What follows belongs to an exercise in optimizing a design on an open flow for small area, a short achievable clock period and few clock cycles per item; a production flow would make more cautious choices. Power and IR drop assume default switching activity.

==> try-tundra <==
Design brimet_divsqrt, start of the top module:
module brimet_divsqrt (
    input  wire        clk,
    input  wire        rst,
    input  wire        in_valid,
    output wire        in_ready,
    input  wire [7:0]  in_op,
    input  wire [31:0] in_a,
    input  wire [7:0]  in_aq,
    input  wire [31:0] in_b,
    input  wire [7:0]  in_bq,
    output reg         out_valid,
    output wire [31:0] out_val,
    output wire [7:0]  out_q
);
==> module brimet_divsqrt, before the edit <==
module brimet_divsqrt (
    input  wire        clk,
    input  wire        rst,
    input  wire        in_valid,
    output wire        in_ready,
    input  wire [7:0]  in_op,
    input  wire [31:0] in_a,
    input  wire [7:0]  in_aq,
    input  wire [31:0] in_b,
    input  wire [7:0]  in_bq,
    output reg         out_valid,
    output wire [31:0] out_val,
    output wire [7:0]  out_q
);
    reg         run;     
    reg         fin;     
    reg  [4:0]  pos;     
    reg  [25:0] W;       
    reg  [25:0] X;       
    reg  [25:0] Q;       
    reg  [8:0]  E;       
    reg         sq;      
    reg         ev;      
    reg         fa_ez, fa_eo, fb_ez, fb_eo, f_sign, f_selb;
    wire        fb_mnz = (X[23:1] != 23'd0);    
    wire load  = ~run & ~fin;
    wire first = (pos == {4'b1100, ev});
    wire last  = (pos == 5'd0 && (Q[23] || ev)) || (pos == 5'd31);
    assign in_ready = fin;
    assign out_val  = {E[8:0], Q[22:0]};
    assign out_q    = X[7:0];
    reg  [25:0] H;
    integer hk;
    always @* begin
        for (hk = 0; hk < 26; hk = hk + 1)
            H[hk] = sq && (pos == hk);
    end
    wire [26:0] A  = {W, 1'b0};
    wire [27:0] D  = {1'b0, A} - {2'b00, X};
    wire        qb = ~D[27];
    wire [25:0] Wn = qb ? D[25:0] : A[25:0];
    wire [25:0] Xn = (X & ~H) | ({H[24:0], 1'b0} & {26{qb}}) | {1'b0, H[25:1]};
    reg  [8:0] e_div;
    reg        ec;
    integer ei;
    always @* begin
        ec = 1'b0;
        for (ei = 0; ei < 8; ei = ei + 1) begin
            e_div[ei] = E[ei] ^ ~Q[18+ei] ^ ec;
            ec = (E[ei] & ~Q[18+ei]) | (ec & (E[ei] | ~Q[18+ei]));
        end
        e_div[8] = ec;
    end
    wire [8:0] e_sq  = {E[7], ~E[7], ~E[7], E[6:1]};                  
    wire        late = ~Q[25];
    wire        st  = (W != 26'd0);
    wire        inc = Q[0] & (st | Q[1]);
    reg  [22:0] rf;
    reg  [7:0]  rx;
    reg         rc, gc, up, dn;
    integer ri;
    always @* begin
        rc = inc;
        for (ri = 0; ri < 23; ri = ri + 1) begin
            if (ri % 4 == 0) begin
                gc = rc;                                
                rc = rc & (&Q[1+ri +: 4]);              
            end
            rf[ri] = Q[1+ri] ^ gc;
            gc = gc & Q[1+ri];
        end
        rc = gc;
        up = rc & ~late;
        dn = late & ~rc;
        for (ri = 0; ri < 8; ri = ri + 1) begin
            rx[ri] = (ri == 7 ? ~E[7] : E[ri]) ^ (up | dn);
            if (ri < 7) begin
                up = up & E[ri];
                dn = dn & ~E[ri];
            end
        end
    end
    wire [30:0] rs  = {rx, rf};
    wire        t_norm = late ? (E >= 9'd130) : (E >= 9'd129);
    wire        t_up   = (late ? (E == 9'd129) : (E == 9'd128)) && (&Q[24:1]);
    wire        r_bad  = t_norm && (late ? (E >= 9'd384 || (E == 9'd383 && rc))
                                         : (E >= 9'd383 || (E == 9'd382 && rc)));
    wire sp_bad  = sq ? (~fa_ez & (fa_eo | f_sign)) : (fa_eo | fb_ez | (fb_eo & fb_mnz));
    wire sp_zero = sq ? fa_ez : (fa_ez | (fb_eo & ~fb_mnz));
    wire bad     = sp_bad | (~sp_zero & r_bad);
    reg  [31:0] res;
    always @* begin
        if (bad)
            res = 32'h7FC0_0000;
        else if (sp_zero || !(t_norm || t_up))
            res = {f_sign, 31'd0};
        else if (t_norm)
            res = {f_sign, rs};
        else
            res = {f_sign, 8'd1, 23'd0};
    end
    wire [1:0] ca = {in_aq[7] & in_aq[6], in_aq[6]};
    wire [1:0] cb = {in_bq[7] & in_bq[6], in_bq[6]};
    always @(posedge clk) begin
        fa_ez  <= (in_a[30:23] == 8'h00);
        fa_eo  <= (in_a[30:23] == 8'hFF);
        fb_ez  <= (in_b[30:23] == 8'h00);
        fb_eo  <= (in_b[30:23] == 8'hFF);
        f_sign <= in_a[31] ^ (in_b[31] & ~in_op[0]);
        f_selb <= ~in_op[0] & (cb < ca);
    end
    always @(posedge clk) begin
        if (rst) begin
            run       <= 1'b0;
            fin       <= 1'b0;
            out_valid <= 1'b0;
        end else begin
            out_valid <= fin & in_valid;
            fin       <= run & last;
            run       <= run ? ~last : (load & in_valid);
        end
    end
    always @(posedge clk) begin
        pos <= load ? {4'b1100, in_op[0] & ~in_a[23]} : pos - 5'd1;
        W   <= load ? {2'b00, 1'b1, in_a[22:0]} : Wn;
        if (load)
            X <= {in_op[0] & ~in_a[23], ~(in_op[0] & ~in_a[23]),
                  in_b[22:0] & {23{~in_op[0]}}, 1'b0};
        else if (fin)
            X <= {Xn[25:8], bad ? 8'h03 : (f_selb ? in_bq : in_aq)};
        else
            X <= Xn;
        if (load) begin
            sq <= in_op[0];
            ev <= in_op[0] & ~in_a[23];
            Q  <= {in_b[30:23], 17'd0, 1'b1};
            E  <= {1'b0, in_a[30:23]};
        end else if (fin) begin
            Q[22:0] <= res[22:0];
            E[8:0]  <= res[31:23];
        end else begin
            Q <= {Q[24:0], qb};
            if (first)
                E <= sq ? e_sq : e_div;
        end
    end
endmodule
export LEC_CHECK = 0
export CAP_MARGIN = 20
export CORE_MARGIN = 2
export CORE_UTILIZATION = 40
export CTS_BUF_LIST = sky130_fd_sc_hd__clkbuf_8
export SLEW_MARGIN = 20
create_clock -name core_clock -period 15.0 [get_ports {clk}]
standard.sh (not shown) runs the stock make flow with config.mk's settings and CLKGATE_MAP_FILE= SYNTH_SCRIPT=/design/flow/synth_recipe.tcl, a recipe that flattens the netlist after the stock synthesis.
==> flow/flow/run.sh <==
#!/bin/bash
# Standard layout, with every port buffered by a plain buf_2 instead of the
# default pick.  Output of the run goes to flow_run.log.
set -euo pipefail
export BUFFER_PORTS_ARGS="-buffer_cell sky130_fd_sc_hd__buf_2"
bash standard.sh > flow_run.log 2>&1
==> try-garnet: changes against try-tundra <==
--- a/flow/design.v
+++ b/flow/design.v
@@ -40,51 +40,15 @@
     wire        qb = ~D[27];
     wire [25:0] Wn = qb ? D[25:0] : A[25:0];
     wire [25:0] Xn = (X & ~H) | ({H[24:0], 1'b0} & {26{qb}}) | {1'b0, H[25:1]};
-    reg  [8:0] e_div;
-    reg        ec;
-    integer ei;
-    always @* begin
-        ec = 1'b0;
-        for (ei = 0; ei < 8; ei = ei + 1) begin
-            e_div[ei] = E[ei] ^ ~Q[18+ei] ^ ec;
-            ec = (E[ei] & ~Q[18+ei]) | (ec & (E[ei] | ~Q[18+ei]));
-        end
-        e_div[8] = ec;
-    end
+    wire [8:0] e_div = {1'b0, E[7:0]} + {1'b0, ~Q[25:18]};           
     wire [8:0] e_sq  = {E[7], ~E[7], ~E[7], E[6:1]};                  
     wire        late = ~Q[25];
     wire        st  = (W != 26'd0);
     wire        inc = Q[0] & (st | Q[1]);
-    reg  [22:0] rf;
-    reg  [7:0]  rx;
-    reg         rc, gc, up, dn;
-    integer ri;
-    always @* begin
-        rc = inc;
-        for (ri = 0; ri < 23; ri = ri + 1) begin
-            if (ri % 4 == 0) begin
-                gc = rc;                                
-                rc = rc & (&Q[1+ri +: 4]);              
-            end
-            rf[ri] = Q[1+ri] ^ gc;
-            gc = gc & Q[1+ri];
-        end
-        rc = gc;
-        up = rc & ~late;
-        dn = late & ~rc;
-        for (ri = 0; ri < 8; ri = ri + 1) begin
-            rx[ri] = (ri == 7 ? ~E[7] : E[ri]) ^ (up | dn);
-            if (ri < 7) begin
-                up = up & E[ri];
-                dn = dn & ~E[ri];
-            end
-        end
-    end
-    wire [30:0] rs  = {rx, rf};
+    wire [30:0] rs  = {~E[7], E[6:0], Q[23:1]} + {{8{late}}, 22'd0, inc};
     wire        t_norm = late ? (E >= 9'd130) : (E >= 9'd129);
     wire        t_up   = (late ? (E == 9'd129) : (E == 9'd128)) && (&Q[24:1]);
-    wire        r_bad  = t_norm && (late ? (E >= 9'd384 || (E == 9'd383 && rc))
-                                         : (E >= 9'd383 || (E == 9'd382 && rc)));
+    wire        r_bad  = t_norm && ((late ? (E >= 9'd384) : (E >= 9'd383)) || (rs[30:23] == 8'hFF));
     wire sp_bad  = sq ? (~fa_ez & (fa_eo | f_sign)) : (fa_eo | fb_ez | (fb_eo & fb_mnz));
     wire sp_zero = sq ? fa_ez : (fa_ez | (fb_eo & ~fb_mnz));
     wire bad     = sp_bad | (~sp_zero & r_bad);
==> try-quartz: changes against try-tundra <==
==> flow/design.v (replaced) <==
module brimet_divsqrt (
    input  wire        clk,
    input  wire        rst,
    input  wire        in_valid,
    output wire        in_ready,
    input  wire [7:0]  in_op,
    input  wire [31:0] in_a,
    input  wire [7:0]  in_aq,
    input  wire [31:0] in_b,
    input  wire [7:0]  in_bq,
    output reg         out_valid,
    output wire [31:0] out_val,
    output wire [7:0]  out_q
);
    reg         run;     
    reg         fin;     
    reg         rdy;     
    reg  [4:0]  pos;     
    reg  [25:0] W;       
    reg  [25:0] X;       
    reg  [25:0] Q;       
    reg  [8:0]  E;       
    reg         sq;      
    reg         ev;      
    reg         f_sign, f_selb;
    wire load  = ~run & ~fin;
    wire first = (pos[4:1] == 4'd12);
    wire last  = (pos[4:1] == 4'd0);
    assign in_ready = rdy;
    assign out_val  = {X[16:8], Q[22:0]};
    assign out_q    = X[7:0];
    reg  [25:0] H;
    integer hk;
    always @* begin
        for (hk = 0; hk < 26; hk = hk + 1)
            H[hk] = sq && (pos == hk);
    end
    wire [26:0] A1 = {W, 1'b0};
    wire [27:0] D1 = {1'b0, A1} - {2'b00, X};
    wire        q1 = ~D1[27];
    wire [25:0] R1 = q1 ? D1[25:0] : A1[25:0];
    wire [25:0] T2 = (X & ~H) | ({H[24:0], 1'b0} & {26{q1}}) | {1'b0, H[25:1]};
    wire [26:0] A2 = {R1, 1'b0};
    wire [27:0] D2 = {1'b0, A2} - {2'b00, T2};
    wire        q2 = ~D2[27];
    wire [25:0] Wn = q2 ? D2[25:0] : A2[25:0];
    wire [25:0] Xn = (X & ~H) | ({H[24:0], 1'b0} & {26{q1}}) | (H & {26{q2}}) | {2'b00, H[25:2]};
    wire [7:0] eg = E[7:0] & ~Q[25:18];
    wire [7:0] ep = E[7:0] ^ ~Q[25:18];
    reg  [7:0] cg, cp;                   
    integer ei, el;
    always @* begin
        cg = eg;
        cp = ep;
        for (el = 1; el < 8; el = el * 2)
            for (ei = 0; ei < 8; ei = ei + 1)
                if ((ei / el) % 2 == 1) begin
                    cg[ei] = cg[ei] | (cp[ei] & cg[(ei / el) * el - 1]);
                    cp[ei] = cp[ei] & cp[(ei / el) * el - 1];
                end
    end
    wire [8:0] e_div = {cg[7], ep ^ {cg[6:0], 1'b0}};
    wire [8:0] e_sq  = {E[7], ~E[7], ~E[7], E[6:1]};                  
    wire a_ez = (E[7:0] == 8'h00), a_eo = (E[7:0] == 8'hFF);
    wire b_ez = (Q[25:18] == 8'h00), b_eo = (Q[25:18] == 8'hFF);
    wire b_mnz = (X[23:1] != 23'd0);
    wire sp_bad  = sq ? (~a_ez & (a_eo | f_sign)) : (a_eo | b_ez | (b_eo & b_mnz));
    wire sp_zero = sq ? a_ez : (a_ez | (b_eo & ~b_mnz));
    wire [8:0] e_new = sp_bad ? 9'h1FF : sp_zero ? 9'h000 : sq ? e_sq : e_div;
    wire        late = ~Q[25];
    wire [24:0] Nq  = late ? Q[24:0] : Q[25:1];         
    wire        st  = (W != 26'd0) | (~late & Q[0]);
    wire        inc = Nq[0] & (st | Nq[1]);
    reg  [22:0] rf;
    reg  [7:0]  rx;
    reg         rc, gc, dn;
    integer ri;
    always @* begin
        rc = inc;
        gc = inc;
        for (ri = 0; ri < 23; ri = ri + 1) begin
            if (ri % 4 == 0) begin
                gc = rc;                                
                rc = rc & (&Nq[1+ri +: 4]);             
            end
            rf[ri] = Nq[1+ri] ^ gc;
            gc = gc & Nq[1+ri];
        end
        dn = late;
        for (ri = 0; ri < 8; ri = ri + 1) begin
            rx[ri] = (ri == 7 ? ~E[7] : E[ri]) ^ dn;
            if (ri < 7)
                dn = dn & ~E[ri];
        end
    end
    wire [30:0] rs  = {rx, rf};
    wire        t_norm = late ? (E >= 9'd130) : (E >= 9'd129);
    wire        t_up   = (late ? (E == 9'd129) : (E == 9'd128)) && (&Nq[24:1]);
    wire        r_bad  = t_norm && (late ? (E >= 9'd384) : (E >= 9'd383));
    wire bad     = r_bad;
    reg  [31:0] res;
    always @* begin
        if (bad)
            res = 32'h7FC0_0000;
        else if (!(t_norm || t_up))
            res = {f_sign, 31'd0};
        else if (t_norm)
            res = {f_sign, rs};
        else
            res = {f_sign, 8'd1, 23'd0};
    end
    wire [1:0] ca = {in_aq[7] & in_aq[6], in_aq[6]};
    wire [1:0] cb = {in_bq[7] & in_bq[6], in_bq[6]};
    always @(posedge clk) begin
        f_sign <= in_a[31] ^ (in_b[31] & ~in_op[0]);
        f_selb <= ~in_op[0] & (cb < ca);
    end
    always @(posedge clk) begin
        if (rst) begin
            run       <= 1'b0;
            fin       <= 1'b0;
            rdy       <= 1'b0;
            out_valid <= 1'b0;
        end else begin
            out_valid <= fin & in_valid;
            fin       <= run & last;
            rdy       <= run & last & in_valid;
            run       <= run ? ~last : (load & in_valid);
        end
    end
    always @(posedge clk) begin
        pos <= load ? {4'b1100, in_op[0] & ~in_a[23]} : pos - 5'd2;
        W   <= load ? {2'b00, 1'b1, in_a[22:0]} : Wn;
        if (load)
            X <= {in_op[0] & ~in_a[23], ~(in_op[0] & ~in_a[23]),
                  in_b[22:0] & {23{~in_op[0]}}, 1'b0};
        else if (fin)
            X <= {Xn[25:17], res[31:23], bad ? 8'h03 : (f_selb ? in_bq : in_aq)};
        else
            X <= Xn;
        if (load) begin
            sq <= in_op[0];
            ev <= in_op[0] & ~in_a[23];
            Q  <= {in_b[30:23], 18'd0};
            E  <= {1'b0, in_a[30:23]};
        end else if (fin) begin
            Q <= {Q[24:22], res[22:0]};
        end else begin
            Q <= {Q[23:0], q1, q2};
            if (first)
                E <= e_new;
        end
    end
endmodule
==> notes <==
Cell count, highest first: try-quartz, try-garnet, try-tundra.
Against try-garnet, the worst hold slack of try-tundra is higher by 0.0090 ns.
Against try-garnet, the sequential cell count of try-quartz is lower by 4.
The highest maximum frequency belongs to try-garnet, the lowest to try-quartz.
First-iteration DRC count, lowest first: try-tundra, try-garnet, try-quartz.
Combinational power, highest first: try-quartz, try-garnet, try-tundra.
Core utilization: try-tundra < try-quartz < try-garnet.
Wire length: try-quartz > try-garnet > try-tundra.
==> figures <==
Source-to-sink clock delay at the later pin of the worst-skew pair: try-quartz 0.40 ns; try-garnet 0.38 ns; try-tundra 0.40 ns
Final setup margin: try-quartz 8.08 ns; try-garnet 10.77 ns; try-tundra 10.21 ns
Sequential cell area in the final layout: try-quartz 2080 µm²; try-garnet 2190 µm²; try-tundra 2190 µm²
Synth Area in XOR/XNOR: try-quartz 5.07%; try-garnet 6.16%; try-tundra 3.86%
Outcome: try-quartz no timing/DRC/antenna violations; try-garnet no timing/DRC/antenna violations; try-tundra no timing/DRC/antenna violations
Adder-cell area share of the yosys netlist: try-quartz 12.2%; try-garnet 8.04%; try-tundra 10.7%
Final Core Density: try-quartz 44.3%; try-garnet 44.6%; try-tundra 44.2%
Full die area: try-quartz 24500 µm²; try-garnet 21100 µm²; try-tundra 19800 µm²
Post-synth top area share: try-quartz 19.1%; try-garnet 22.6%; try-tundra 24.1%
Worst slew pin tran: try-quartz 1.03 ns; try-garnet 1.01 ns; try-tundra 1.01 ns
Share of power burned in the clock network: try-quartz 7.8%; try-garnet 15.7%; try-tundra 17.7%
Standby leakage power: try-quartz 4.38 nW; try-garnet 3.60 nW; try-tundra 3.52 nW
Amount of wire on met3 after detailed routing: try-quartz 1.45 mm; try-garnet 1.80 mm; try-tundra 1.26 mm
Sw Share: try-quartz 50.1%; try-garnet 44.7%; try-tundra 43.2%
Power in sequential cells: try-quartz 0.389 mW; try-garnet 0.377 mW; try-tundra 0.384 mW
Hold path start: try-quartz Q[24]$_DFF_P_; try-garnet W[23]$_SDFF_PP1_; try-tundra W[3]$_DFF_P_
Via count of the first global-routing pass: try-quartz 8610; try-garnet 7202; try-tundra 6607
Function was not checked in any run of this note: the RTL went through the layout flow alone.

## static timing again, ports no longer ideal
In the flow no input, the clock included, has a driving cell. The finished layouts below were timed again as built, in two steps.
Step 1 sets driving cells, clkbuf_16 on the clock port and buf_2 on the other inputs (assumed; they add their load-dependent delay and slew).
Step 2 also shifts input and output timing later by t, the mid clock arrival at the registers, as if the neighbouring blocks saw the same clock.
Three values: ideal ports, drivers, drivers and shift; two values: the first two.
run	shift t [ns]	setup WS [ns]	worst setup path at the end	slew at the worst register clock pin (ns)	cell pins on the clock port's net
try-tundra	0.436	10.207 / 10.207 / 10.207	register to register	0.10 / 0.10	1
try-garnet	0.416	10.768 / 10.778 / 10.361	input to register	0.11 / 0.11	1
try-quartz	0.427	8.084 / 8.084 / 8.084	register to register	0.11 / 0.11	1
After both steps setup and hold are still met in every run listed. The setup slack of try-garnet, which loses most, moves by +0.010 ns with the drivers and by -0.407 ns with both steps.
